Background: an optimization exercise with open tools, aiming at small area and a short achievable clock period. Do not read the settings as production practice. Where RTL was checked, it was by simulation tests only, not by an equivalence proof against the original. Only the layout flow was run in runs 1 to 5; the RTL was not checked for function there.

==> flow/design.v <==
module arb_bank (
    input  wire        clk,
    input  wire        rst,           
    input  wire [18:0] req_valid,
    input  wire [75:0] req_len,       
    input  wire [5:0]  req_lnk_rt,    
    output wire [18:0] req_ready,
    input  wire        cfg_we,
    input  wire [4:0]  cfg_addr,      
    input  wire [15:0] cfg_wdata,
    output reg         gnt_valid,
    output reg  [4:0]  gnt_id,
    output reg  [4:0]  owner,         
    output reg  [3:0]  rt_run,
    output reg  [15:0] floor_cnt,
    output reg  [15:0] lfsr
);
    localparam N = 19;
    function can_rt;
        input integer id;
        can_rt = (id >= 6 && id <= 15);
    endfunction
    function can_be;
        input integer id;
        can_be = !(id >= 6 && id <= 9);
    endfunction
    function [7:0] ticket_reset;
        input integer id;
        begin
            if (id <= 3)       ticket_reset = 8'd32;
            else if (id <= 5)  ticket_reset = 8'd64;
            else if (id <= 17) ticket_reset = 8'd16;
            else               ticket_reset = 8'd32;
        end
    endfunction
    wire [N-1:0] prt;         
    wire [N-1:0] pbe;         
    wire [N-1:0] pend = prt | pbe;
    wire [N-1:0] take = req_valid & ~pend;
    wire [N-1:0] gsel;        
    wire         decide;
    wire [N-1:0] grant = gsel & {N{decide}};
    assign req_ready = ~pend;
    reg  [3:0] plen [0:N-1];
    wire [7:0] tk   [0:N-1];
    genvar gi, gj;
    generate
        for (gi = 0; gi < N; gi = gi + 1) begin : slot
            always @(posedge clk)
                if (take[gi]) plen[gi] <= req_len[4*gi +: 4];
            if (can_rt(gi)) begin : rt
                reg p;
                wire cls = (gi >= 10) ? req_lnk_rt[(gi >= 10) ? gi-10 : 0] : 1'b1;
                always @(posedge clk)
                    if (rst) p <= 1'b0;
                    else if (take[gi]) p <= cls;
                    else if (grant[gi]) p <= 1'b0;
                assign prt[gi] = p;
            end else begin : nrt
                assign prt[gi] = 1'b0;
            end
            if (can_be(gi)) begin : be
                reg p;
                wire cls = (gi >= 10 && gi <= 15) ? ~req_lnk_rt[(gi >= 10 && gi <= 15) ? gi-10 : 0] : 1'b1;
                reg [7:0] t;
                always @(posedge clk)
                    if (rst) p <= 1'b0;
                    else if (take[gi]) p <= cls;
                    else if (grant[gi]) p <= 1'b0;
                always @(posedge clk)
                    if (rst) t <= ticket_reset(gi);
                    else if (cfg_we && cfg_addr == gi) t <= cfg_wdata[7:0];
                assign pbe[gi] = p;
                assign tk[gi] = t;
            end else begin : nbe
                assign pbe[gi] = 1'b0;
                assign tk[gi] = 8'd0;
            end
        end
    endgenerate
    wire [N*N-1:0] ordm;     
    generate
        for (gi = 0; gi < N; gi = gi + 1) begin : row
            for (gj = 0; gj < N; gj = gj + 1) begin : col
                if (gi < gj && ((can_rt(gi) && can_rt(gj)) || (can_be(gi) && can_be(gj)))) begin : o
                    reg b;
                    always @(posedge clk)
                        if (take[gj]) b <= 1'b1;
                        else if (take[gi]) b <= 1'b0;
                    assign ordm[gi*N+gj] = b;
                end else if (gi > gj && ((can_rt(gi) && can_rt(gj)) || (can_be(gi) && can_be(gj)))) begin : tr
                    assign ordm[gi*N+gj] = ~row[gj].col[gi].o.b;
                end else begin : n
                    assign ordm[gi*N+gj] = 1'b1;
                end
            end
        end
    endgenerate
    wire [N-1:0] ort, obe;    
    generate
        for (gi = 0; gi < N; gi = gi + 1) begin : old
            assign ort[gi] = prt[gi] & &(ordm[gi*N +: N] | ~prt);
            assign obe[gi] = pbe[gi] & &(ordm[gi*N +: N] | ~pbe);
        end
    endgenerate
    wire rt_any = |prt;
    wire be_any = |pbe;
    reg [15:0] lfsr_next;
    reg        fb;
    integer i;
    always @* begin
        lfsr_next = lfsr;
        for (i = 0; i < 16; i = i + 1) begin
            fb = lfsr_next[15] ^ lfsr_next[13] ^ lfsr_next[12] ^ lfsr_next[10];
            lfsr_next = {lfsr_next[14:0], fb};
        end
    end
    reg [11:0] psum [0:N-1];    
    reg [11:0] run;
    always @* begin
        run = 12'd0;
        for (i = 0; i < N; i = i + 1) begin
            run = run + (pbe[i] ? {4'd0, tk[i]} : 12'd0);
            psum[i] = run;
        end
    end
    wire [11:0] tsum = psum[N-1];
    wire [27:0] prod = lfsr_next * tsum;
    wire [11:0] r = prod[27:16];
    wire [N-1:0] gt;
    wire [N-1:0] lot;
    generate
        for (gi = 0; gi < N; gi = gi + 1) begin : lt
            assign gt[gi] = psum[gi] > r;
            if (gi == 0) begin : f
                assign lot[gi] = gt[gi];
            end else begin : n
                assign lot[gi] = gt[gi] & ~gt[gi-1];
            end
        end
    endgenerate
    wire boundary = (beats_left == 4'd0);    
    reg [3:0] beats_left;
    assign decide = boundary && (rt_any || be_any);
    wire pick_rt  = rt_any && (!be_any || rt_run != 4'd15);
    wire tzero    = (tsum == 12'd0);
    assign gsel   = pick_rt ? ort : (tzero ? obe : lot);
    reg [4:0] win;
    reg [3:0] wlen;
    always @* begin
        win = 5'd0;
        wlen = 4'd0;
        for (i = 0; i < N; i = i + 1)
            if (gsel[i]) begin
                win  = win | i[4:0];
                wlen = wlen | plen[i];
            end
    end
    always @(posedge clk) begin
        if (rst) begin
            beats_left <= 4'd0;
            gnt_valid  <= 1'b0;
            gnt_id     <= 5'd0;
            owner      <= 5'd31;
            rt_run     <= 4'd0;
            floor_cnt  <= 16'd0;
            lfsr       <= 16'hACE1;
        end else begin
            gnt_valid <= decide;
            if (decide) begin
                beats_left <= wlen;
                gnt_id     <= win;
                owner      <= win;
                if (pick_rt) begin
                    rt_run <= be_any ? rt_run + 4'd1 : 4'd0;
                end else begin
                    rt_run <= 4'd0;
                    lfsr   <= lfsr_next;
                    if (rt_any && floor_cnt != 16'hFFFF)
                        floor_cnt <= floor_cnt + 16'd1;
                end
            end else if (boundary) begin
                owner <= 5'd31;
            end else begin
                beats_left <= beats_left - 4'd1;
            end
            if (cfg_we) begin
                if (cfg_addr == 5'd31) begin
                    if (cfg_wdata != 16'd0)
                        lfsr <= cfg_wdata;
                end else if (cfg_addr == 5'd30) begin
                    floor_cnt <= cfg_wdata;
                end
            end
        end
    end
endmodule
==> flow/run.sh <==
#!/bin/bash
# synth_recipe.tcl (not shown) runs the flow's synth.tcl, then flattens the netlist and writes it again
# the make line also repeats each setting of config.mk as NAME=value (left out here)
make -C /OpenROAD-flow-scripts/flow DESIGN_CONFIG=/design/flow/config.mk WORK_HOME=/design/flow/orfs CLKGATE_MAP_FILE= SYNTH_SCRIPT=/design/flow/synth_recipe.tcl finish
==> flow/config.mk <==
export PLATFORM = sky130hd
export DESIGN_NAME = arb_bank
export DESIGN_NICKNAME = arb_bank
export VERILOG_FILES = /design/flow/design.v
export SDC_FILE = /design/flow/constraint.sdc
export NUM_CORES = 4
export LEC_CHECK = 0
export CAP_MARGIN = 40
export CORE_MARGIN = 2
export CORE_UTILIZATION = 40
export SLEW_MARGIN = 40
==> flow/constraint.sdc <==
create_clock -name core_clock -period 62.0 [get_ports {clk}]
set_input_delay 12.4000 -clock core_clock [delete_from_list [all_inputs] [get_ports {clk}]]
set_output_delay 12.4000 -clock core_clock [all_outputs]
set_load 0.01 [all_outputs]
==> flow_summary_export.csv, run 1 <==
group,metric,value,unit
cells_and_area,drive_gt1_frac,0.0551,
critical_path,crit_path_frequent_cell,"ha_1",
drt,drt-pass1-iter-count,8,
critical_path,path_class,"reg -> reg",
critical_path,worst_setup_path_start_kind,"flop",
sta,hold_viol_final,0,
logic_synthesis,async_flop_share,0,
clock_tree,clock_sinks,407,
cells_and_area,finalNetCount,4655,
logic_synthesis,yosysUniqueCellTypes,107,
sta,fin_hold_ws,0.458,ns
sta,fin_ws,38.51,ns
logic_synthesis,yosys_register_bits,407,
clock_tree,ctsHoldBuffers,0,
logic_synthesis,seq_area_frac_synth,0.268,
sta,period_share,0.379,
grt,grt.overflow.total,0,
sta,slew_headroom,0.401,
sta,setup-tns-final,0,ns
logic_synthesis,synth_enable_flop_cells,76,
logic_synthesis,syn_inst,3892,
clock_tree,cts_setup_buffers,0,
cells_and_area,synthToLayoutAreaGrowth,14.9,%
clock_tree,cts.htree.levels,2,
clock_tree,tritoncts,"yes",
placement,dp_worst_setup_slack,38.57,ns
logic_synthesis,synth_ff_type,"dfxtp_1",
logic_synthesis,synth_area_leaders,"dfxtp_1 20%, ha_1 12%, fa_1 9.2%",
die,die_area,85500,um^2
drt,route.detailed.drc,0,
sta,fmax,42.6,MHz
sta,fin_crit,23.49,ns
clock_tree,clkTransAtPathRegs,0.06,ns
status,outcome,"complete, no violations",
die,die_w,292,um
critical_path,crit_slowest_cell,"fa_1",
clock_tree,cts_root_buf,"clkbuf_16",
logic_synthesis,synth_top_cell_area_share,0.199,
placement,gp_congestion,0.965,
placement,place_hpwl,87.6,mm
logic_synthesis,synth_warnings,3,
grt,grt.total_usage,0.266,
grt,antenna_found_initial,2,
drt,num_vias,29437,
critical_path,critPathArrivalTime,23.95,ns
die,core,82200,um^2
logic_synthesis,synth_area,33300,um^2
die,pin_count,191,
clock_tree,cts_resized,0,
min_path,min_path_type,"reg -> reg",
grt,grt_pass1_wl,176,mm
clock_tree,clk_latency,0.63,ns
die,die_h,292,um
critical_path,crit_required,62.46,ns
drt,routed_wl,116,mm
sta,final_max_slew_viol_count,0,
clock_tree,cts_inserted_buffers,47,
cells_and_area,fill_cells,8124,
sta,worstMarginPinSlew,0.895,ns
critical_path,critPathCaptureType,"flop",
die,rows,105,
grt,grt_pass1_vias,28741,
drt,wl_per_cell,22.4,um
drt,drtIter0Drc,2483,
sta,skew,0.0512,ns
drt,drtAntennaViolNets,0,
grt,grt_max_degree,113,
flow_run,cap_violations,0,
clock_tree,cts_max_path_buffers,3,
drt,via_per_inst,5.71,
critical_path,max_stage_delay,0.54,ns
logic_synthesis,synth_area_leader_cell,"dfxtp_1",
sta,rsz0062_at_grt,"false",
critical_path,path_max_fanout,11,
placement,portBuffers,190,
die,initial_utilization,0.404,
logic_synthesis,synth_area_per_cell,8.54,um^2
sta,setup_violations,0,
logic_synthesis,synth_fp_nets,4502,
## worst max-delay path, delay by kind of cell (launching register included)
family,cells,cell delay (ns)
XOR/XNOR,10,2.74
adder cells (fa/ha/maj),22,7.99
AO/OA/AOI/OAI,31,7.56
buffers and inverters,5,1.00
flip-flops,1,0.36
AND/OR/NAND/NOR,19,3.62
## routing by layer
metal | routed length (um) | vias up | global-route usage
met2 | 52900 | 1247 | 0.436
li1 | - | 13810 | -
met1 | 49100 | 14097 | 0.353
met4 | 4940 | 0 | 0.104
met5 | 0 | - | 0
met3 | 8800 | 283 | 0.0399
## cells in the final DEF, fill, tap and decap left out, drive strengths merged, types with 11 or more instances in the layout
cell and instances:
nand2 494, inv 366, nor2 357, ha 332, dfxtp 331, clkdlybuf4s50 187
a21oi 161, o21ai 158, fa 153, xnor2 148, and2 133, mux2i 105
edfxtp 76, buf 75, a21o 65, clkbuf 63, xor2 62, nor2b 55
nand4 54, nand3 47, a22oi 45, nand2b 41, o21a 39, a211oi 39
o22ai 39, nor4 32, a221oi 31, nor3 31, a211o 28, maj3 28
a31oi 25, and3 23, a222oi 21, clkinv 21, or4 18, o221ai 16
o21bai 15, or3 13, a2111oi 11
## synthesized netlist by cell type (all sizes together), types with 13 or more instances
master and instances:
nand2 494, inv 362, nor2 357, ha 332, dfxtp 331, a21oi 161, o21ai 158, fa 153
xnor2 148, clkbuf 145, and2 133, mux2i 105, edfxtp 76, a21o 65, xor2 62, nor2b 55
nand4 54, nand3 47, a22oi 45, nand2b 41, a211oi 39, o21a 39, o22ai 39, nor4 32
a221oi 31, nor3 31, a211o 28, maj3 28, a31oi 25, and3 23, a222oi 21, or4 18
o221ai 16, o21bai 15, buf 13, or3 13
## registers in the layout (all words and copies together) (netlist names)
name	flops
beats_left	4
floor_cnt	16
gnt_id	5
gnt_valid	1
lfsr	16
owner	5
plen	76
row.col.o.b	135
rt_run	4
slot.be.p	15
slot.be.t	120
slot.rt.p	10
## final timing paths
| kind | start | end | slack (ns) | depth (start not counted) |
|---|---|---|---|---|
| min | row[2].col[18].o.b$_SDFFE_PP1P_ | row[2].col[18].o.b$_SDFFE_PP1P_ | 0.46 | 2 |
| min reg2reg | row[2].col[18].o.b$_SDFFE_PP1P_ | row[2].col[18].o.b$_SDFFE_PP1P_ | 0.46 | 2 |
| max reg2reg | slot[1].be.p$_SDFFE_PP0P_ | beats_left[2]$_SDFFE_PP0P_ | 38.51 | 87 |
| max | slot[1].be.p$_SDFFE_PP0P_ | beats_left[2]$_SDFFE_PP0P_ | 38.51 | 87 |
## stage by stage
stage                     cells  instance area, um^2  utilization
final                      5154                38200        0.464
after global routing       5153                38200        0.464
after CTS                  5153                38100        0.464
after detailed placement   5066                36600        0.445
after global placement     5065                36500        0.444
after floorplan            3892                33300            -
## layout make-up
class / instances / area [um^2] / area share
clock buffers: 63 / 1350 / 0.0353
multi-input cells: 2961 / 22500 / 0.590
diodes: 1 / 2.50 / 0.0000655
inverters: 366 / 1370 / 0.0360
well taps: 1070 / 1340 / 0.0350
clock inverters: 24 / 241 / 0.00632
repair buffers: 262 / 2440 / 0.0640
flip-flops and latches: 407 / 8910 / 0.233
## cell families after synthesis
group / share of synthesized area
xor+xnor: 0.0638
mux: 0.0336
flops: 0.268
compound gates: 0.162
buf+inv: 0.0593
simple gates: 0.188
fa+ha+maj: 0.225
other cells: 0.000113
==> run 2: changes to the inputs <==
--- a/flow/design.v
+++ b/flow/design.v
@@ -117,24 +117,78 @@
     end
-    reg [11:0] psum [0:N-1];    
-    reg [11:0] run;
-    always @* begin
-        run = 12'd0;
-        for (i = 0; i < N; i = i + 1) begin
-            run = run + (pbe[i] ? {4'd0, tk[i]} : 12'd0);
-            psum[i] = run;
-        end
-    end
-    wire [11:0] tsum = psum[N-1];
+    function [11:0] rca;
+        input [11:0] a, b;
+        integer k;
+        reg c;
+        begin
+            c = 1'b0;
+            for (k = 0; k < 12; k = k + 1) begin
+                rca[k] = a[k] ^ b[k] ^ c;
+                c = (a[k] & b[k]) | (c & (a[k] ^ b[k]));
+            end
+        end
+    endfunction
+    function gtr;
+        input [11:0] a, b;
+        integer k;
+        reg c;
+        begin
+            c = 1'b0;
+            for (k = 0; k < 12; k = k + 1)
+                c = (a[k] & ~b[k]) | (c & (a[k] | ~b[k]));
+            gtr = c;
+        end
+    endfunction
+    wire [11:0] m [0:14];
+    generate
+        for (gi = 0; gi < 15; gi = gi + 1) begin : msk
+            localparam integer ID = (gi < 6) ? gi : gi + 4;
+            assign m[gi] = pbe[ID] ? {4'd0, tk[ID]} : 12'd0;
+        end
+    endgenerate
+    wire [11:0] s01   = rca(m[0], m[1]);
+    wire [11:0] s23   = rca(m[2], m[3]);
+    wire [11:0] s45   = rca(m[4], m[5]);
+    wire [11:0] s67   = rca(m[6], m[7]);
+    wire [11:0] s89   = rca(m[8], m[9]);
+    wire [11:0] s1011 = rca(m[10], m[11]);
+    wire [11:0] s1213 = rca(m[12], m[13]);
+    wire [11:0] s0_3  = rca(s01, s23);
+    wire [11:0] s4_7  = rca(s45, s67);
+    wire [11:0] s8_11 = rca(s89, s1011);
+    wire [11:0] s12_14 = rca(s1213, m[14]);
+    wire [11:0] s0_7  = rca(s0_3, s4_7);
+    wire [11:0] s8_14 = rca(s8_11, s12_14);
+    wire [11:0] tsum  = rca(s0_7, s8_14);
+    wire [11:0] P [0:14];
+    assign P[0]  = m[0];
+    assign P[1]  = s01;
+    assign P[2]  = rca(s01, m[2]);
+    assign P[3]  = s0_3;
+    assign P[4]  = rca(s0_3, m[4]);
+    assign P[5]  = rca(s0_3, s45);
+    assign P[6]  = rca(P[5], m[6]);
+    assign P[7]  = s0_7;
+    assign P[8]  = rca(s0_7, m[8]);
+    assign P[9]  = rca(s0_7, s89);
+    assign P[10] = rca(P[9], m[10]);
+    assign P[11] = rca(s0_7, s8_11);
+    assign P[12] = rca(P[11], m[12]);
+    assign P[13] = rca(P[11], s1213);
+    assign P[14] = tsum;
     wire [27:0] prod = lfsr_next * tsum;
     wire [11:0] r = prod[27:16];
-    wire [N-1:0] gt;
+    wire [14:0] gt;
     wire [N-1:0] lot;
     generate
-        for (gi = 0; gi < N; gi = gi + 1) begin : lt
-            assign gt[gi] = psum[gi] > r;
+        for (gi = 0; gi < 15; gi = gi + 1) begin : lt
+            localparam integer ID = (gi < 6) ? gi : gi + 4;
+            assign gt[gi] = gtr(P[gi], r);
             if (gi == 0) begin : f
-                assign lot[gi] = gt[gi];
+                assign lot[ID] = gt[gi];
             end else begin : n
-                assign lot[gi] = gt[gi] & ~gt[gi-1];
-            end
+                assign lot[ID] = gt[gi] & ~gt[gi-1];
+            end
+        end
+        for (gi = 6; gi < 10; gi = gi + 1) begin : lz
+            assign lot[gi] = 1'b0;
         end
==> flow/flow/run.sh (new file) <==
#!/bin/bash
# Standard ORFS layout, with repair_timing aiming for setup slack of at least 47 ns
# at the design's clock period (the SDC is unchanged).
set -euo pipefail
bash standard.sh SETUP_SLACK_MARGIN=47 finish > layout_make.log 2>&1
==> flow/standard.sh (new file) <==
#!/bin/bash
# synth_recipe.tcl (not shown) runs the flow's synth.tcl, then flattens the netlist and writes it again
# the make line also repeats each setting of config.mk as NAME=value (left out here)
make -C /OpenROAD-flow-scripts/flow DESIGN_CONFIG=/design/flow/config.mk WORK_HOME=/design/flow/orfs CLKGATE_MAP_FILE= SYNTH_SCRIPT=/design/flow/synth_recipe.tcl "${@:-finish}"
removed: flow/run.sh
==> run 2 against run 1 <==
Flip-flop and latch count did not move. Non-clock buffer count rose by 61. Critical endpoint is now req_ready[18]. Clock skew fell by 0.021 ns. Fmax rose by 57%. Largest cell class unchanged. Cell count fell by 3.3%. First-iteration DRC count rose by 33%. Still clean on timing, DRC and antenna. Via count fell by 0.50%. Synthesized cell count fell by 4.8%. Design area barely moved.
==> flow_summary_export.csv, run 2 <==
group,metric,value,unit
clock_tree,clk_latency,0.61,ns
critical_path,r2r_end,"slot[14].be.p$_SDFFE_PP0P_",
logic_synthesis,async_flop_share,0,
die,die_h,288,um
cells_and_area,synthToLayoutAreaGrowth,18.5,%
clock_tree,cts.htree.levels,2,
drt,via_per_inst,5.88,
die,die_area,82900,um^2
logic_synthesis,synth_top_cell_area_share,0.205,
drt,routed_wl,125,mm
critical_path,worstPathCellList,"buf_4 -> clkinv_1 -> clkdlybuf4s50_1",
die,die_w,288,um
critical_path,path_delay_family,"buffers and inverters",
critical_path,cp-startpoint,"slot[18].be.p$_SDFFE_PP0P_",
critical_path,crit_end,"req_ready[18]",
critical_path,crit_required,49.60,ns
logic_synthesis,yosysUniqueCellTypes,103,
min_path,min_path_type,"reg -> reg",
sta,rsz0062_at_grt,"false",
sta,fin_hold_ws,0.451,ns
critical_path,rr_worst_depth,49,
flow_run,cap_violations,0,
grt,grt_pass1_wl,185,mm
die,rows,104,
critical_path,path_depth,3,
die,pin_count,191,
logic_synthesis,synth_area_leader_cell,"dfxtp_1",
sta,hold_viol_final,0,
critical_path,worstPathBufferInverterCount,3,
logic_synthesis,syn_inst,3707,
logic_synthesis,yosys_register_bits,407,
clock_tree,clkTransAtPathRegs,0.06,ns
sta,setup_violations,0,
cells_and_area,reg_top3,"row.col.o.b: 135 flops, slot.be.t: 120 flops, plen: 76 flops",
grt,antenna_found_initial,1,
sta,period_share,0.241,
logic_synthesis,yosys-top-cells-count,"562 x nand2_1, 473 x inv_1, 331 x dfxtp_1",
placement,place_hpwl,95.5,mm
die,core,80200,um^2
placement,portBuffers,190,
drt,drtIter0Drc,3292,
cells_and_area,largest_reg_flops,135,
cells_and_area,final_cell_mix,"558 x nand2_1, 469 x inv_1, 325 x dfxtp_1, 294 x fa_1, 278 x nor2_1",
logic_synthesis,synth_area_leaders,"dfxtp_1 21%, fa_1 20%, edfxtp_1 7.1%",
drt,drtAntennaViolNets,0,
grt,grt.total_usage,0.297,
critical_path,crit_slowest_cell,"clkdlybuf4s50_1",
critical_path,path_class,"reg -> out",
drt,wl_per_cell,25.1,um
logic_synthesis,synth_ff_type,"dfxtp_1",
sta,fmax,67.0,MHz
logic_synthesis,synth_area_per_cell,8.70,um^2
logic_synthesis,synth_enable_flop_cells,76,
sta,slew_headroom,0.373,
critical_path,rr_startpoint,"slot[0].be.p$_SDFFE_PP0P_",
grt,grt.overflow.total,0,
clock_tree,tritoncts,"yes",
grt,grt_pass1_vias,28936,
placement,dp_cells,4857,
cells_and_area,layout_commonest_cell,"nand2_1",
logic_synthesis,synth_area,32300,um^2
clock_tree,cts_root_buf,"clkbuf_16",
cells_and_area,regMostFlops,"row.col.o.b",
cells_and_area,fill_cells,7744,
logic_synthesis,synth_most_common_cell,"nand2_1",
logic_synthesis,seq_area_frac_synth,0.276,
sta,skew,0.0303,ns
critical_path,critPathArrivalTime,2.52,ns
critical_path,path_max_fanout,11,
clock_tree,clock_sinks,407,
drt,drt-pass1-iter-count,8,
sta,final_max_slew_viol_count,0,
drt,route.detailed.drc,0,
sta,fin_crit,14.92,ns
sta,worstMarginPinSlew,0.917,ns
cells_and_area,drive_gt1_frac,0.0992,
cells_and_area,finalNonFillerCells,4983,
clock_tree,cts_max_path_buffers,3,
clock_tree,ctsHoldBuffers,0,
cells_and_area,finalNetCount,4447,
logic_synthesis,synth_warnings,2,
grt,grt_max_degree,94,
status,outcome,"complete, no violations",
critical_path,r2r_slack,47.29,ns
sta,setup-tns-final,0,ns
placement,gp_congestion,0.989,
critical_path,worst_setup_path_start_kind,"flop",
critical_path,critPathCaptureType,"primary output",
die,initial_utilization,0.403,
critical_path,max_stage_delay,0.68,ns
drt,num_vias,29289,
clock_tree,cts_inserted_buffers,44,
logic_synthesis,synth_fp_nets,4266,
[run 2: changes by cell type after synthesis, moves of 34 or more]
cell / before / now
a21o_1: 65 / 29
fa_1: 153 / 326
ha_1: 332 / 108
inv_1: 358 / 473
nand2_1: 494 / 562
nand3_1: 47 / 81
nor2_1: 356 / 287
nor2b_1: 55 / 18
xnor2_1: 144 / 31
xor2_1: 59 / 24
[run 2: per-stage QoR]
step | area (um^2) | worst slack (ns) | util
2_1_floorplan | 32300 | 47.13 | -
3_3_place_gp | 35500 | 45.76 | 0.443
3_5_place_dp | 35600 | 45.68 | 0.444
4_1_cts | 37400 | 46.98 | 0.467
5_1_grt | 38200 | 46.95 | 0.477
6_report | 38200 | 47.08 | 0.477
[run 2: worst min-delay path by stage]
stage,startpoint,to,depth (start not counted)
after floorplan,row[6].col[15].o.b$_SDFFE_PP1P_,row[6].col[15].o.b$_SDFFE_PP1P_,1
after CTS,slot[16].be.t[0]$_SDFFE_PP0P_,slot[16].be.t[0]$_SDFFE_PP0P_,2
after detailed placement,row[6].col[15].o.b$_SDFFE_PP1P_,row[6].col[15].o.b$_SDFFE_PP1P_,1
after global routing,slot[17].be.t[4]$_SDFFE_PP1P_,slot[17].be.t[4]$_SDFFE_PP1P_,1
after global placement,row[6].col[15].o.b$_SDFFE_PP1P_,row[6].col[15].o.b$_SDFFE_PP1P_,1
final,slot[0].be.t[0]$_SDFFE_PP0P_,slot[0].be.t[0]$_SDFFE_PP0P_,2
[run 2: final cells by class]
cell class                 instances  area (um^2)  share of cell area
timing repair buffer             323         3050              0.0797
antenna                            1         2.50           0.0000655
timing repair inverter             1         7.51            0.000196
clock buffer                      57         1210              0.0317
tap                             1060         1330              0.0347
inverter                         477         1800              0.0471
sequential                       407         8920               0.233
multi-input combinational       2634        21600               0.566
clock inverter                    23          263             0.00687
[run 2: per-layer routing]
layer,GRT usage,vias to the layer above,wire (um)
met5,0,-,13
met1,0.396,14594,51500
met2,0.482,1421,57700
li1,-,12988,-
met3,0.0473,284,10100
met4,0.116,2,5610
[run 2: cell families after synthesis]
| logic type | Yosys count | synth area share |
|---|---|---|
| simple gates | 1270 | 0.179 |
| xor+xnor | 62 | 0.0195 |
| compound gates | 746 | 0.165 |
| fa+ha+maj | 459 | 0.252 |
| buf+inv | 669 | 0.0787 |
| mux | 94 | 0.0294 |
| flops | 407 | 0.276 |
[run 2: repair_timing]
action                     4_1_cts  5_1_grt
resized for setup               61      131
gates cloned                     3        3
setup endpoints to repair       35       30
pin swaps                        6       34
buffers inserted                10       29
[run 2: tightest hold or removal path: stages (launching register included)]
cell and delay (ns):
dfxtp_1 0.31, nand2_1 0.05, a21oi_1 0.05
==> run 3: changes to the inputs <==
==> flow/flow/run.sh (replaced) <==
#!/bin/bash
# Standard ORFS layout, with repair_timing aiming for setup slack of at least 49 ns
# at the design's clock period (the SDC is unchanged).
set -euo pipefail
bash standard.sh SETUP_SLACK_MARGIN=49 finish > layout_make.log 2>&1
==> run 3 against run 2 <==
Still clean. Sequential share of layout area shrank 2.8 points. Setup slack gained 0.89 ns. Core utilization grew 7.6 points. Clock skew grew 0.015 ns. Largest cell class unchanged.
==> flow_summary_export.csv, run 3 <==
group,metric,value,unit
status,outcome,"complete, no violations",
cells_and_area,final_cell_mix,"512 x nand2_1, 415 x inv_1, 323 x buf_4, 260 x dfxtp_1, 258 x fa_1",
logic_synthesis,synth_most_common_cell,"nand2_1",
die,die_w,288,um
logic_synthesis,synth_area_leader_cell,"dfxtp_1",
clock_tree,tritoncts,"yes",
clock_tree,cts_inserted_buffers,45,
cells_and_area,fill_cells,7106,
grt,grt.total_usage,0.326,
logic_synthesis,yosys-top-cells-count,"562 x nand2_1, 473 x inv_1, 331 x dfxtp_1",
grt,antenna_found_initial,4,
logic_synthesis,synth_ff_type,"dfxtp_1",
logic_synthesis,synth_area,32300,um^2
logic_synthesis,synth_area_per_cell,8.70,um^2
placement,gp_congestion,1.01,
logic_synthesis,yosysUniqueCellTypes,103,
logic_synthesis,synth_enable_flop_cells,76,
sta,fmax,71.3,MHz
placement,portBuffers,190,
min_path,min_path_type,"reg -> reg",
critical_path,path_class,"reg -> reg",
logic_synthesis,yosys_register_bits,407,
sta,rsz0062_at_grt,"true",
sta,skew,0.0450,ns
drt,drtIter0Drc,3622,
flow_run,cap_violations,0,
die,die_h,288,um
sta,worstMarginPinSlew,0.942,ns
die,pin_count,191,
critical_path,critPathCaptureType,"flop",
clock_tree,clkTransAtPathRegs,0.06,ns
placement,placed_cell_area,36300,um^2
grt,grt_pass1_wl,201,mm
die,core,80200,um^2
sta,hold_viol_final,0,
clock_tree,cts_root_buf,"clkbuf_16",
cells_and_area,reg_top3,"row.col.o.b: 135 flops, slot.be.t: 120 flops, plen: 76 flops",
sta,slew_headroom,0.370,
cells_and_area,regMostFlops,"row.col.o.b",
cells_and_area,largest_reg_flops,135,
drt,num_vias,31537,
clock_tree,ctsHoldBuffers,0,
grt,grt.overflow.total,0,
drt,drtAntennaViolNets,0,
die,rows,104,
sta,fin_hold_ws,0.462,ns
sta,setup_violations,0,
logic_synthesis,synth_warnings,2,
logic_synthesis,synth_fp_nets,4266,
drt,drt-pass1-iter-count,8,
clock_tree,cts_max_path_buffers,3,
logic_synthesis,syn_inst,3707,
logic_synthesis,synth_top_cell_area_share,0.205,
sta,final_max_slew_viol_count,0,
die,initial_utilization,0.403,
grt,grt_max_degree,45,
critical_path,path_max_fanout,7,
drt,via_per_inst,5.95,
logic_synthesis,synth_area_leaders,"dfxtp_1 21%, fa_1 20%, edfxtp_1 7.1%",
logic_synthesis,async_flop_share,0,
sta,period_share,0.226,
cells_and_area,final_area,44300,um^2
grt,grt_pass1_vias,30961,
clock_tree,clock_sinks,407,
cells_and_area,synthToLayoutAreaGrowth,37.2,%
sta,setup-tns-final,0,ns
sta,fin_crit,14.03,ns
logic_synthesis,seq_area_frac_synth,0.276,
critical_path,crit_path_frequent_cell,"fa_2",
die,die_area,82900,um^2
critical_path,crit_required,62.51,ns
drt,wl_per_cell,26.1,um
cells_and_area,drive_gt1_frac,0.286,
critical_path,crit_slowest_cell,"fa_2",
cells_and_area,finalNetCount,4765,
critical_path,worst_setup_path_start_kind,"flop",
critical_path,critPathArrivalTime,14.54,ns
cells_and_area,layout_commonest_cell,"nand2_1",
critical_path,max_stage_delay,0.69,ns
clock_tree,cts.htree.levels,2,
placement,place_hpwl,95.5,mm
drt,route.detailed.drc,0,
clock_tree,clk_latency,0.62,ns
drt,routed_wl,138,mm
run 3: final cells by class:
cell class | instances | area, um^2 | share of cell area
Sequential cell | 407 | 9110 | 0.206
Clock buffer | 57 | 1230 | 0.0278
Clock inverter | 22 | 229 | 0.00517
Multi-Input combinational cell | 2643 | 24000 | 0.541
Tap cell | 1060 | 1330 | 0.0300
Antenna cell | 2 | 5.00 | 0.000113
Timing Repair inverter | 1 | 6.26 | 0.000141
Inverter | 477 | 1940 | 0.0437
Timing Repair Buffer | 631 | 6460 | 0.146
run 3: cells by family after synthesis:
logic type	synth area share
adders and majority gates	0.252
buffers and inverters	0.0787
and+or+nand+nor	0.179
muxes	0.0294
DFF	0.276
AOI/OAI and AO/OA	0.165
xor gates and xnor gates	0.0195
run 3: worst max-delay path, delay by kind of cell, from the launching register on:
family          cells  cell delay (ns)
simple gates        9             2.58
flops               1             0.35
buf+inv             7             0.58
fa+ha+maj          20             8.78
compound gates      8             1.60
run 3: final timing paths:
kind	startpoint	to	slack, ns	cells past startpoint
worst min register to register	row[9].col[15].o.b$_SDFFE_PP1P_	row[9].col[15].o.b$_SDFFE_PP1P_	0.46	1
worst min-delay path	row[9].col[15].o.b$_SDFFE_PP1P_	row[9].col[15].o.b$_SDFFE_PP1P_	0.46	1
worst max-delay path	slot[10].be.p$_SDFFE_PP0P_	owner[0]$_SDFFE_PP1P_	47.97	44
worst max register to register	slot[10].be.p$_SDFFE_PP0P_	owner[0]$_SDFFE_PP1P_	47.97	44
run 3: timing repair:
action | CTS | global route
setup endpoints to repair | 382 | 271
gates cloned | 24 | 4
pin swaps | 174 | 108
buffers inserted | 299 | 57
resized for setup | 1017 | 181
run 3: routing by layer:
| metal | track usage | part of all wire |
|---|---|---|
| met2 | 0.521 | 0.46 |
| met1 | 0.412 | 0.38 |
| met3 | 0.0679 | 0.095 |
| met4 | 0.177 | 0.068 |
| met5 | 0 | 0.00030 |
run 3: metrics by stage:
stage / util / worst slack (ns) / instances
2_1_floorplan: - / 48.34 / 3707
3_3_place_gp: 0.452 / 46.57 / 4834
3_5_place_dp: 0.453 / 46.69 / 4835
4_1_cts: 0.535 / 48.08 / 5237
5_1_grt: 0.552 / 47.68 / 5298
6_report: 0.552 / 47.97 / 5300
==> run 4: changes to the inputs <==
--- a/flow/design.v
+++ b/flow/design.v
@@ -177,3 +177,27 @@
     assign P[14] = tsum;
-    wire [27:0] prod = lfsr_next * tsum;
+    wire [17:0] ms1 = {2'b00, lfsr_next};
+    wire [17:0] ms2 = {1'b0, lfsr_next, 1'b0};
+    wire [17:0] ms3 = ms1 + ms2;
+    wire [27:0] pp [0:5];
+    generate
+        for (gi = 0; gi < 6; gi = gi + 1) begin : ppr
+            wire [1:0] d = tsum[2*gi +: 2];
+            wire [17:0] row = ({18{d == 2'd1}} & ms1) | ({18{d == 2'd2}} & ms2) |
+                              ({18{d == 2'd3}} & ms3);
+            assign pp[gi] = {10'd0, row} << (2*gi);
+        end
+    endgenerate
+    function [27:0] csa_s;
+        input [27:0] x, y, z;
+        csa_s = x ^ y ^ z;
+    endfunction
+    function [27:0] csa_c;
+        input [27:0] x, y, z;
+        csa_c = ((x & y) | (x & z) | (y & z)) << 1;
+    endfunction
+    wire [27:0] ca1 = csa_s(pp[0], pp[1], pp[2]), cb1 = csa_c(pp[0], pp[1], pp[2]);
+    wire [27:0] ca2 = csa_s(pp[3], pp[4], pp[5]), cb2 = csa_c(pp[3], pp[4], pp[5]);
+    wire [27:0] ca3 = csa_s(ca1, cb1, ca2),       cb3 = csa_c(ca1, cb1, ca2);
+    wire [27:0] ca4 = csa_s(ca3, cb3, cb2),       cb4 = csa_c(ca3, cb3, cb2);
+    wire [27:0] prod = ca4 + cb4;
     wire [11:0] r = prod[27:16];
@@ -201,13 +225,24 @@
     assign gsel   = pick_rt ? ort : (tzero ? obe : lot);
-    reg [4:0] win;
-    reg [3:0] wlen;
+    reg [4:0] win_rt, win_be, win_lot;
+    reg [3:0] len_rt, len_be, len_lot;
     always @* begin
-        win = 5'd0;
-        wlen = 4'd0;
-        for (i = 0; i < N; i = i + 1)
-            if (gsel[i]) begin
-                win  = win | i[4:0];
-                wlen = wlen | plen[i];
-            end
+        win_rt = 5'd0; win_be = 5'd0; win_lot = 5'd0;
+        len_rt = 4'd0; len_be = 4'd0; len_lot = 4'd0;
+        for (i = 0; i < N; i = i + 1) begin
+            if (ort[i]) begin
+                win_rt = win_rt | i[4:0];
+                len_rt = len_rt | plen[i];
+            end
+            if (obe[i]) begin
+                win_be = win_be | i[4:0];
+                len_be = len_be | plen[i];
+            end
+            if (lot[i]) begin
+                win_lot = win_lot | i[4:0];
+                len_lot = len_lot | plen[i];
+            end
+        end
     end
+    wire [4:0] win  = pick_rt ? win_rt : (tzero ? win_be : win_lot);
+    wire [3:0] wlen = pick_rt ? len_rt : (tzero ? len_be : len_lot);
     always @(posedge clk) begin
==> flow/flow/run.sh (replaced) <==
#!/bin/bash
set -euo pipefail
bash standard.sh SETUP_SLACK_MARGIN=47 BUFFER_PORTS_ARGS='-buffer_cell sky130_fd_sc_hd__buf_1' finish > layout_make.log 2>&1
==> run 4 against run 3 <==
Non-clock buffer count decreased by 346. Global-route usage fell by 2.2 points. Clock skew up 0.0068 ns. Register-to-register slack lost 0.49 ns. Critical endpoint is now slot[13].be.p$_SDFFE_PP0P_.
==> flow_summary_export.csv, run 4 <==
group,metric,value,unit
status,outcome,"complete, no violations",
cells_and_area,drive_gt1_frac,0.0698,
critical_path,max_stage_delay,0.64,ns
critical_path,crit_required,62.49,ns
clock_tree,cts.htree.levels,2,
placement,place_hpwl,96.0,mm
die,die_area,80700,um^2
critical_path,path_max_fanout,25,
sta,worstMarginPinSlew,0.935,ns
sta,slew_headroom,0.374,
sta,setup-tns-final,0,ns
cells_and_area,largest_reg_flops,135,
logic_synthesis,yosys_register_bits,407,
drt,via_per_inst,6.05,
drt,routed_wl,125,mm
placement,dp_cells,4823,
critical_path,rr_worst_depth,48,
sta,fin_hold_ws,0.460,ns
logic_synthesis,synth_most_common_cell,"nand2_1",
critical_path,critPathCaptureType,"flop",
logic_synthesis,synth_warnings,2,
drt,drt-pass1-iter-count,9,
min_path,hold_path_depth,2,
cells_and_area,synthToLayoutAreaGrowth,11.8,%
logic_synthesis,synth_fp_nets,4190,
logic_synthesis,synth_enable_flop_cells,76,
placement,gp_congestion,0.973,
sta,final_max_slew_viol_count,0,
sta,hold_viol_final,0,
logic_synthesis,synth_top_family_by_area,"compound AO/OA/AOI/OAI gates",
clock_tree,cts_root_buf,"clkbuf_16",
critical_path,critPathArrivalTime,15.01,ns
sta,skew,0.0518,ns
sta,rsz0062_at_grt,"false",
die,rows,102,
critical_path,crit_path_frequent_cell,"fa_1",
min_path,min_path_type,"reg -> reg",
cells_and_area,finalNonFillerCells,4910,
drt,drtIter0Drc,3516,
logic_synthesis,synth_area_leader_cell,"dfxtp_1",
clock_tree,cts_max_path_buffers,3,
sta,fin_crit,14.52,ns
grt,grt.overflow.total,0,
logic_synthesis,synthMuxAreaShare,0.0367,
critical_path,path_class,"reg -> reg",
logic_synthesis,synth_top_cell_area_share,0.211,
cells_and_area,final_cell_mix,"551 x nand2_1, 373 x inv_1, 331 x dfxtp_1, 289 x nor2_1, 241 x fa_1",
sta,setup_violations,0,
flow_run,cap_violations,0,
grt,antenna_found_initial,1,
logic_synthesis,async_flop_share,0,
drt,num_vias,29685,
logic_synthesis,synth-simple-area-share,0.173,
cells_and_area,layout_commonest_cell,"nand2_1",
drt,route.detailed.drc,0,
clock_tree,clk_latency,0.64,ns
critical_path,crit_slowest_cell,"fa_2",
grt,grt_pass1_vias,29691,
die,die_w,284,um
sta,period_share,0.234,
clock_tree,clkTransAtPathRegs,0.06,ns
clock_tree,cts_inserted_buffers,46,
logic_synthesis,syn_inst,3719,
cells_and_area,regMostFlops,"row.col.o.b",
logic_synthesis,synth_area_per_cell,8.44,um^2
die,initial_utilization,0.405,
critical_path,worst_setup_path_start_kind,"flop",
clock_tree,tritoncts,"yes",
cells_and_area,reg_top3,"row.col.o.b: 135 flops, slot.be.t: 120 flops, plen: 76 flops",
logic_synthesis,synth-xor-area-share,0.0231,
clock_tree,ctsHoldBuffers,0,
logic_synthesis,yosys-top-cells-count,"559 x nand2_1, 374 x inv_1, 331 x dfxtp_1",
grt,grt.total_usage,0.303,
grt,grt_pass1_wl,187,mm
sta,fmax,68.9,MHz
logic_synthesis,synth_ff_type,"dfxtp_1",
placement,portBuffers,190,
grt,grt_max_degree,85,
cells_and_area,finalNetCount,4309,
logic_synthesis,synth_area,31400,um^2
die,core,77600,um^2
clock_tree,clock_sinks,407,
logic_synthesis,synth_compound_area_frac,0.209,
cells_and_area,final_area,35100,um^2
placement,placed_cell_area,33400,um^2
cells_and_area,antenna_cells,0,
drt,drtAntennaViolNets,0,
die,die_h,284,um
logic_synthesis,seq_area_frac_synth,0.284,
logic_synthesis,synthAdderAreaFrac,0.202,
drt,wl_per_cell,25.5,um
logic_synthesis,yosysUniqueCellTypes,95,
logic_synthesis,synth_area_leaders,"dfxtp_1 21%, fa_1 15%, edfxtp_1 7.3%",
die,pin_count,191,
-- run 4: cell count changes after synthesis, moves of 28 or more --
cell	change
o21ai_0	+76
fa_1	-83
inv_1	-99
and2_1	-52
a22oi_1	+31
a21oi_1	+28
-- run 4: cell type report --
class / count / area (um^2)
Fill cell: 7852 / 42500
Multi-Input combinational cell: 2717 / 20500
Sequential cell: 407 / 8910
Timing Repair Buffer: 285 / 1450
Inverter: 381 / 1430
Clock buffer: 65 / 1300
Tap cell: 1040 / 1300
Clock inverter: 15 / 181
-- run 4: cells by family after synthesis --
| family | Yosys count |
|---|---|
| xor gates and xnor gates | 76 |
| buffers and inverters | 595 |
| adders and majority gates | 365 |
| AOI/OAI and AO/OA | 941 |
| muxes | 115 |
| and+or+nand+nor | 1220 |
| DFF | 407 |
-- run 4: metrics by stage --
step	utilization	worst slack [ns]
6_report	0.452	47.48
5_1_grt	0.452	46.93
4_1_cts	0.449	47.00
3_5_place_dp	0.430	46.34
3_3_place_gp	0.429	46.44
2_1_floorplan	-	47.76
-- run 4: path summary, 6_finish.rpt --
kind	from	endpoint	slack, ns
hold reg to reg	row[2].col[18].o.b$_SDFFE_PP1P_	row[2].col[18].o.b$_SDFFE_PP1P_	0.46
setup / recovery	slot[1].be.p$_SDFFE_PP0P_	slot[13].be.p$_SDFFE_PP0P_	47.48
hold / removal	row[2].col[18].o.b$_SDFFE_PP1P_	row[2].col[18].o.b$_SDFFE_PP1P_	0.46
setup reg to reg	slot[1].be.p$_SDFFE_PP0P_	slot[13].be.p$_SDFFE_PP0P_	47.48
-- run 4: what timing repair did --
item,CTS,global route
pin swaps,0,4
setup buffers,0,7
gates resized for setup,8,47
gates cloned,0,0
hold endpoints to repair,0,0
setup endpoints to repair,28,34
-- run 4: per-layer routing --
layer	wire [um]	vias up	GRT usage
met5	15	-	0
met4	8640	2	0.181
met3	9980	417	0.0461
met2	57200	1598	0.491
met1	49200	14379	0.383
li1	-	13289	-
-- run 4: worst max-delay path, delay by kind of cell (launching register included) --
family / cells / cell delay (ns)
buffers and inverters: 10 / 1.42
adders and majority gates: 18 / 7.49
AOI/OAI and AO/OA: 12 / 3.00
DFF: 1 / 0.31
and+or+nand+nor: 7 / 1.83
muxes: 1 / 0.26
==> run 5: changes to the inputs <==
--- a/flow/config.mk
+++ b/flow/config.mk
@@ -10,2 +10,3 @@
 export CORE_UTILIZATION = 40
+export CTS_BUF_LIST = sky130_fd_sc_hd__clkbuf_4
 export SLEW_MARGIN = 40
==> run 5 against run 4 <==
Still clean. Global-route usage rose by 0.13 points. Core utilization is essentially flat. Fmax down 1.7%. Via count grew 2.0%. First-iteration DRC count is 1.6% higher. Worst hold slack about the same. Flip-flop and latch count stayed put. Sequential share of layout area about the same. Design area is essentially flat. Non-clock buffer count is 3 higher. Critical path type is now reg -> out.
==> flow_summary_export.csv, run 5 <==
group,metric,value,unit
sta,fmax,67.7,MHz
logic_synthesis,synth_top_cell_area_share,0.211,
drt,drt-pass1-iter-count,7,
clock_tree,tritoncts,"yes",
logic_synthesis,synth_area_leader_cell,"dfxtp_1",
drt,num_vias,30291,
drt,drtIter0Drc,3572,
placement,place_hpwl,96.0,mm
critical_path,cp-startpoint,"slot[18].be.p$_SDFFE_PP0P_",
critical_path,critPathArrivalTime,2.37,ns
sta,hold_viol_final,0,
drt,route.detailed.drc,0,
grt,antenna_found_initial,3,
grt,grt_pass1_wl,188,mm
critical_path,crit_required,49.60,ns
clock_tree,cts_root_buf,"clkbuf_4",
cells_and_area,finalNonFillerCells,5037,
critical_path,worst_setup_path_start_kind,"flop",
sta,slew_headroom,0.400,
drt,via_per_inst,6.01,
critical_path,worstPathBufferInverterCount,3,
cells_and_area,regMostFlops,"row.col.o.b",
sta,setup-tns-final,0,ns
logic_synthesis,synth_top_family_by_area,"compound AO/OA/AOI/OAI gates",
clock_tree,ctsHoldBuffers,0,
logic_synthesis,async_flop_share,0,
drt,wl_per_cell,24.9,um
drt,wl_met1,49.2,mm
die,pin_count,191,
sta,period_share,0.238,
die,initial_utilization,0.405,
grt,grt.total_usage,0.304,
clock_tree,clk_latency,0.97,ns
die,die_area,80700,um^2
logic_synthesis,seq_area_frac_synth,0.284,
clock_tree,clkTransAtPathRegs,0.07,ns
logic_synthesis,synth_compound_area_frac,0.209,
logic_synthesis,synth_most_common_cell,"nand2_1",
cells_and_area,fill_cells,7914,
logic_synthesis,yosysUniqueCellTypes,95,
critical_path,r2r_slack,47.44,ns
critical_path,rr_startpoint,"slot[1].be.p$_SDFFE_PP0P_",
placement,dp_cells,4823,
cells_and_area,multiInputGateArea,20500,um^2
logic_synthesis,synth-xor-area-share,0.0231,
critical_path,path_depth,3,
drt,top_layer,"met4",
clock_tree,cts_max_path_buffers,3,
die,die_w,284,um
logic_synthesis,synth_ff_type,"dfxtp_1",
critical_path,crit_slowest_cell,"dfxtp_1",
min_path,min_path_type,"reg -> reg",
status,outcome,"complete, no violations",
critical_path,crit_end,"req_ready[18]",
critical_path,critPathCaptureType,"primary output",
drt,routed-wl-met3,9.91,mm
logic_synthesis,synth_area,31400,um^2
sta,setup_violations,0,
grt,grt_pass1_vias,30147,
grt,grt_max_degree,85,
flow_run,cap_violations,0,
placement,portBuffers,190,
logic_synthesis,syn_inst,3719,
logic_synthesis,synth_warnings,2,
critical_path,path_class,"reg -> out",
cells_and_area,regArea,8910,um^2
sta,worstMarginPinSlew,0.896,ns
critical_path,rr_worst_depth,47,
cells_and_area,finalNetCount,4375,
die,rows,102,
grt,grt.overflow.total,0,
die,core,77600,um^2
cells_and_area,reg_top3,"row.col.o.b: 135 flops, slot.be.t: 120 flops, plen: 76 flops",
die,die_h,284,um
clock_tree,clock_sinks,407,
cells_and_area,layout_commonest_cell,"nand2_1",
cells_and_area,final_cell_mix,"551 x nand2_1, 373 x inv_1, 331 x dfxtp_1, 289 x nor2_1, 241 x fa_1",
logic_synthesis,synthMuxAreaShare,0.0367,
critical_path,path_max_fanout,14,
placement,gp_congestion,0.973,
clock_tree,cts.htree.levels,3,
critical_path,worstPathCellList,"buf_4 -> inv_1 -> buf_1",
critical_path,r2r_end,"beats_left[1]$_SDFFE_PP0P_",
cells_and_area,drive_gt1_frac,0.0955,
sta,fin_crit,14.77,ns
logic_synthesis,synthAdderAreaFrac,0.202,
drt,routed_wl,125,mm
logic_synthesis,synth_area_per_cell,8.44,um^2
logic_synthesis,synth-simple-area-share,0.173,
clock_tree,cts_inserted_buffers,109,
logic_synthesis,synth_enable_flop_cells,76,
sta,final_max_slew_viol_count,0,
critical_path,max_stage_delay,0.54,ns
logic_synthesis,synth_fp_nets,4190,
logic_synthesis,yosys_register_bits,407,
cells_and_area,synthToLayoutAreaGrowth,11.7,%
logic_synthesis,synth_area_leaders,"dfxtp_1 21%, fa_1 15%, edfxtp_1 7.3%",
drt,drtAntennaViolNets,0,
logic_synthesis,yosys-top-cells-count,"559 x nand2_1, 374 x inv_1, 331 x dfxtp_1",
critical_path,path_delay_family,"buffers and inverters",
cells_and_area,largest_reg_flops,135,
sta,skew,0.115,ns
sta,rsz0062_at_grt,"false",
drt,wl_met2,57.6,mm
[run 5: cell counts after synthesis]
Identical to the previous run, type by type.
[run 5: worst min-delay path by stage]
stage / startpoint / endpoint / depth (start not counted)
floorplan: row[1].col[15].o.b$_SDFFE_PP1P_ / row[1].col[15].o.b$_SDFFE_PP1P_ / 2
global placement: row[1].col[14].o.b$_SDFFE_PP1P_ / row[1].col[14].o.b$_SDFFE_PP1P_ / 2
detailed placement: row[2].col[18].o.b$_SDFFE_PP1P_ / row[2].col[18].o.b$_SDFFE_PP1P_ / 2
CTS: row[2].col[18].o.b$_SDFFE_PP1P_ / row[2].col[18].o.b$_SDFFE_PP1P_ / 2
global route: row[1].col[17].o.b$_SDFFE_PP1P_ / row[1].col[17].o.b$_SDFFE_PP1P_ / 2
finish: row[2].col[18].o.b$_SDFFE_PP1P_ / row[2].col[18].o.b$_SDFFE_PP1P_ / 2
[run 5: cells by family after synthesis]
group,after synthesis
AOI/OAI and AO/OA,941
DFF,407
adders and majority gates,365
muxes,115
buffers and inverters,595
xor gates and xnor gates,76
and+or+nand+nor,1220
[run 5: what timing repair did]
action,CTS,global route
setup endpoints to repair,30,35
pin swaps,0,5
setup buffers,0,9
gates resized for setup,9,41
[run 5: per-layer routing]
metal	global-route usage	vias up
met1	0.382	14690
met3	0.0505	398
li1	-	13510
met5	0	-
met4	0.185	0
met2	0.491	1693
[run 5: final cells by class]
cell class | count | area share
sequential | 407 | 0.254
inverter | 381 | 0.0409
tap | 1040 | 0.0371
clock inverter | 30 | 0.00510
clock buffer | 168 | 0.0360
antenna | 6 | 0.000428
multi-input combinational | 2717 | 0.585
timing repair buffer | 288 | 0.0418
[run 5: worst reg2reg max path: cells and delay by family (launching register included)]
family / cells / cell delay (ns)
flops: 1 / 0.33
simple gates: 4 / 0.88
buf+inv: 9 / 1.20
compound gates: 13 / 3.32
fa+ha+maj: 21 / 8.65
[run 5: metrics by stage]
step	area [um^2]	setup slack, ns	util	hold WS (ns)
2_1_floorplan	31400	47.76	-	0.431
3_3_place_gp	33300	46.44	0.429	0.445
3_5_place_dp	33400	46.34	0.430	0.452
4_1_cts	34800	47.01	0.449	0.461
5_1_grt	35100	46.97	0.452	0.477
6_report	35100	47.23	0.452	0.461
==> run 6: changes to the inputs <==
--- a/flow/design.v
+++ b/flow/design.v
@@ -179,3 +179,14 @@
     wire [17:0] ms2 = {1'b0, lfsr_next, 1'b0};
-    wire [17:0] ms3 = ms1 + ms2;
+    wire [17:0] ms3;
+    reg         mc;
+    integer     k;
+    reg  [17:0] ms3_r;
+    always @* begin
+        mc = 1'b0;
+        for (k = 0; k < 18; k = k + 1) begin
+            ms3_r[k] = ms1[k] ^ ms2[k] ^ mc;
+            mc = (ms1[k] & ms2[k]) | (mc & (ms1[k] ^ ms2[k]));
+        end
+    end
+    assign ms3 = ms3_r;
     wire [27:0] pp [0:5];
@@ -224,16 +235,14 @@
     wire tzero    = (tsum == 12'd0);
-    assign gsel   = pick_rt ? ort : (tzero ? obe : lot);
-    reg [4:0] win_rt, win_be, win_lot;
-    reg [3:0] len_rt, len_be, len_lot;
+    wire         use_old = pick_rt | tzero;
+    wire [N-1:0] osel    = pick_rt ? ort : obe;
+    assign gsel = use_old ? osel : lot;
+    reg [4:0] win_old, win_lot;
+    reg [3:0] len_old, len_lot;
     always @* begin
-        win_rt = 5'd0; win_be = 5'd0; win_lot = 5'd0;
-        len_rt = 4'd0; len_be = 4'd0; len_lot = 4'd0;
+        win_old = 5'd0; win_lot = 5'd0;
+        len_old = 4'd0; len_lot = 4'd0;
         for (i = 0; i < N; i = i + 1) begin
-            if (ort[i]) begin
-                win_rt = win_rt | i[4:0];
-                len_rt = len_rt | plen[i];
-            end
-            if (obe[i]) begin
-                win_be = win_be | i[4:0];
-                len_be = len_be | plen[i];
+            if (osel[i]) begin
+                win_old = win_old | i[4:0];
+                len_old = len_old | plen[i];
             end
@@ -245,4 +254,4 @@
     end
-    wire [4:0] win  = pick_rt ? win_rt : (tzero ? win_be : win_lot);
-    wire [3:0] wlen = pick_rt ? len_rt : (tzero ? len_be : len_lot);
+    wire [4:0] win  = use_old ? win_old : win_lot;
+    wire [3:0] wlen = use_old ? len_old : len_lot;
     always @(posedge clk) begin
==> flow/flow/run.sh (replaced) <==
#!/bin/bash
set -euo pipefail
bash standard.sh SETUP_SLACK_MARGIN=48 BUFFER_PORTS_ARGS='-buffer_cell sky130_fd_sc_hd__buf_1' finish > layout_make.log 2>&1
--- a/flow/config.mk
+++ b/flow/config.mk
@@ -10,3 +10,2 @@
 export CORE_UTILIZATION = 40
-export CTS_BUF_LIST = sky130_fd_sc_hd__clkbuf_4
 export SLEW_MARGIN = 40
==> run 6 against run 5 <==
Design area rose by 3.0%. Flip-flop and latch count did not move. Global-route usage fell by 0.86 points. Worst hold slack improved by 0.0012 ns. First-iteration DRC count fell by 8.7%. Critical path depth did not move. Clock skew fell by 0.077 ns. Core utilization rose by 1.7 points. Still clean on timing, DRC and antenna. Largest cell class unchanged. Critical endpoint is now req_ready[5]. Clock-buffer cell count fell by 111.
==> flow_summary_export.csv, run 6 <==
group,metric,value,unit
status,outcome,"complete, no violations",
logic_synthesis,synth_top_cell_area_share,0.214,
drt,num_vias,29121,
die,core,77100,um^2
critical_path,path_max_fanout,17,
logic_synthesis,synth_area_per_cell,8.69,um^2
grt,antenna_found_initial,2,
critical_path,crit_required,49.60,ns
logic_synthesis,synth_area_leader_cell,"dfxtp_1",
cells_and_area,regMostFlops,"row.col.o.b",
drt,via_per_inst,6.03,
clock_tree,cts_inserted_buffers,42,
critical_path,worstPathCellList,"buf_8 -> clkinvlp_4 -> buf_1",
critical_path,r2r_end,"owner[0]$_SDFFE_PP1P_",
min_path,hold_start,"slot[17].be.t[4]$_SDFFE_PP1P_",
drt,drtIter0Drc,3261,
cells_and_area,drive_gt1_frac,0.134,
drt,route.detailed.drc,0,
min_path,min_to,"slot[17].be.t[4]$_SDFFE_PP1P_",
die,pin_count,191,
logic_synthesis,syn_inst,3566,
sta,period_share,0.225,
die,rows,102,
placement,dp_cells,4664,
sta,setup_violations,0,
critical_path,crit_slowest_cell,"dfxtp_2",
clock_tree,cts_root_buf,"clkbuf_16",
grt,grt.overflow.total,0,
logic_synthesis,yosys_register_bits,407,
critical_path,critPathArrivalTime,1.58,ns
critical_path,r2r_slack,48.25,ns
min_path,min_path_type,"reg -> reg",
drt,routed_wl,121,mm
placement,gp_congestion,0.970,
placement,placed_cell_area,32800,um^2
sta,worstMarginPinSlew,0.881,ns
grt,grt_max_degree,99,
critical_path,worstPathBufferInverterCount,3,
sta,rsz0062_at_grt,"true",
critical_path,critPathCaptureType,"primary output",
logic_synthesis,synth_warnings,2,
clock_tree,cts_max_path_buffers,3,
clock_tree,clkTransAtPathRegs,0.06,ns
cells_and_area,largest_reg_flops,135,
logic_synthesis,synth_fp_nets,4036,
grt,grt_pass1_wl,177,mm
sta,slew_headroom,0.411,
critical_path,rr_worst_depth,46,
cells_and_area,finalNonFillerCells,4829,
grt,grt_pass1_vias,27797,
clock_tree,clock_sinks,407,
clock_tree,tritoncts,"yes",
clock_tree,clk_latency,0.61,ns
sta,skew,0.0386,ns
logic_synthesis,synth_area,31000,um^2
placement,portBuffers,190,
clock_tree,cts.htree.levels,2,
cells_and_area,final_area,36100,um^2
critical_path,path_delay_family,"buffers and inverters",
die,die_area,79700,um^2
logic_synthesis,synth_ff_type,"dfxtp_1",
die,die_h,282,um
cells_and_area,final_cell_mix,"472 x nand2_1, 355 x inv_1, 316 x dfxtp_1, 306 x nor2_1, 215 x fa_1",
logic_synthesis,async_flop_share,0,
logic_synthesis,synth_enable_flop_cells,76,
drt,drtAntennaViolNets,0,
sta,fmax,71.5,MHz
sta,final_max_slew_viol_count,0,
drt,drt-pass1-iter-count,9,
logic_synthesis,yosys-top-cells-count,"480 x nand2_1, 363 x inv_1, 331 x dfxtp_1",
cells_and_area,reg_top3,"row.col.o.b: 135 flops, slot.be.t: 120 flops, plen: 76 flops",
sta,hold_viol_final,0,
cells_and_area,synthToLayoutAreaGrowth,16.6,%
min_path,hold_path_depth,1,
sta,fin_crit,13.98,ns
logic_synthesis,seq_area_frac_synth,0.288,
drt,wl_per_cell,25.1,um
grt,grt.total_usage,0.296,
placement,place_hpwl,91.0,mm
critical_path,path_class,"reg -> out",
critical_path,worst_setup_path_start_kind,"flop",
die,die_w,282,um
cells_and_area,finalNetCount,4225,
critical_path,rr_startpoint,"slot[12].be.p$_SDFFE_PP0P_",
logic_synthesis,synth_most_common_cell,"nand2_1",
cells_and_area,layout_commonest_cell,"nand2_1",
logic_synthesis,yosysUniqueCellTypes,113,
sta,setup-tns-final,0,ns
logic_synthesis,synth_area_leaders,"dfxtp_1 21%, fa_1 17%, edfxtp_1 7.4%",
die,initial_utilization,0.402,
critical_path,max_stage_delay,0.41,ns
flow_run,cap_violations,0,
[run 6: area by class of cell]
type                       instances  area [um^2]
inverter                         372         1420
sequential                       407         8940
fill                            7553        41000
multi-input combinational       2583        20900
antenna                            1         2.50
timing repair buffer             349         2050
clock inverter                    20          290
clock buffer                      57         1210
tap                             1040         1300
[run 6: cell families (layout without fill, tap and decap cells)]
| family | after synthesis | after routing | share of synthesized area |
|---|---|---|---|
| simple gates | 1164 | 1166 | 0.172 |
| compound gates | 852 | 852 | 0.193 |
| buf+inv | 578 | 798 | 0.0720 |
| flops | 407 | 407 | 0.288 |
| fa+ha+maj | 375 | 375 | 0.212 |
| mux | 130 | 130 | 0.0428 |
| xor+xnor | 60 | 60 | 0.0206 |
| other cells | 0 | 1 | 0 |
[run 6: how the worst max path moves through the flow]
| stage | startpoint | end | slack (ns) | cells past startpoint |
|---|---|---|---|---|
| 3_3_place_gp | slot[0].be.t[0]$_SDFFE_PP0P_ | owner[0]$_SDFFE_PP1P_ | 46.84 | 43 |
| 5_1_grt | slot[12].be.p$_SDFFE_PP0P_ | owner[0]$_SDFFE_PP1P_ | 47.91 | 46 |
| 4_1_cts | lfsr[11]$_SDFF_PP1_ | owner[0]$_SDFFE_PP1P_ | 47.92 | 49 |
| 6_report | slot[5].be.p$_SDFFE_PP0P_ | req_ready[5] | 48.02 | 3 |
| 2_1_floorplan | cfg_addr[1] | slot[11].be.t[4]$_SDFFE_PP1P_ | 48.00 | 7 |
| 3_5_place_dp | slot[17].be.p$_SDFFE_PP0P_ | owner[1]$_SDFFE_PP1P_ | 46.82 | 42 |
[run 6: metal layers]
layer  vias to the layer above  GRT usage  routed length (um)
met5                         -          0                  13
met4                         2      0.176                8430
met3                       416     0.0390                9390
met2                      1617      0.494               57400
met1                     14212      0.365               46000
li1                      12874          -                   -
[run 6: stage by stage]
step / util / worst slack, ns / hold slack (ns)
2_1_floorplan: - / 48.00 / 0.427
3_3_place_gp: 0.425 / 46.84 / 0.445
3_5_place_dp: 0.426 / 46.82 / 0.450
4_1_cts: 0.454 / 47.92 / 0.463
5_1_grt: 0.469 / 47.91 / 0.485
6_report: 0.469 / 48.02 / 0.462
[run 6: worst reg2reg max path, delay by kind of cell, from the launching register on]
family / cells / cell delay, ns
AND/OR/NAND/NOR: 9 / 2.00
buffers and inverters: 10 / 1.15
flip-flops: 1 / 0.31
adder cells (fa/ha/maj): 19 / 8.23
AO/OA/AOI/OAI: 8 / 1.96
[run 6: repair_timing]
action | CTS | global route
gates cloned | 1 | 2
endpoints found under the hold margin | 0 | 0
hold buffers | 0 | 0
pin swaps | 22 | 38
endpoints found under the setup margin | 45 | 58
buffers inserted | 28 | 56
resized for setup | 113 | 151

port drivers added, routing unchanged:
The results above use ideal ports. As a check the final layouts listed here were re-extracted and re-timed, cells and wires unchanged. Step 1, drivers: a clkbuf_16 drives clk and a buf_2 each remaining input, both assumed. Step 2, shift: input delay + t, output delay - t, t = (earliest + latest rising clock arrival at the registers) / 2. This alone moves slack from input paths to output paths. a / b / c = ideal ports / drivers / drivers and shift; a / b = the first two.
| run | t, ns | setup WS [ns] | latest minus earliest clock arrival (ns) | worst data-port slew with drivers (ns) | pins driven straight from the clock port |
|---|---|---|---|---|---|
| run 1 | 0.678 | 38.510 / 38.511 / 38.511 | 0.055 / 0.054 | 0.06 | 1 |
| run 2 | 0.663 | 47.080 / 47.014 / 46.766 | 0.033 / 0.033 | 0.06 | 1 |
| run 3 | 0.659 | 47.971 / 47.971 / 47.971 | 0.046 / 0.046 | 0.06 | 1 |
| run 4 | 0.682 | 47.482 / 47.443 / 47.147 | 0.054 / 0.054 | 0.06 | 1 |
| run 5 | 0.969 | 47.234 / 47.177 / 47.110 | 0.116 / 0.116 | 0.06 | 1 |
| run 6 | 0.652 | 48.023 / 47.960 / 47.530 | 0.041 / 0.042 | 0.09 | 1 |
After both steps setup and hold are still met in every run listed. The setup slack of run 6, which loses most, moves by -0.063 ns with the drivers and by -0.493 ns with both steps.
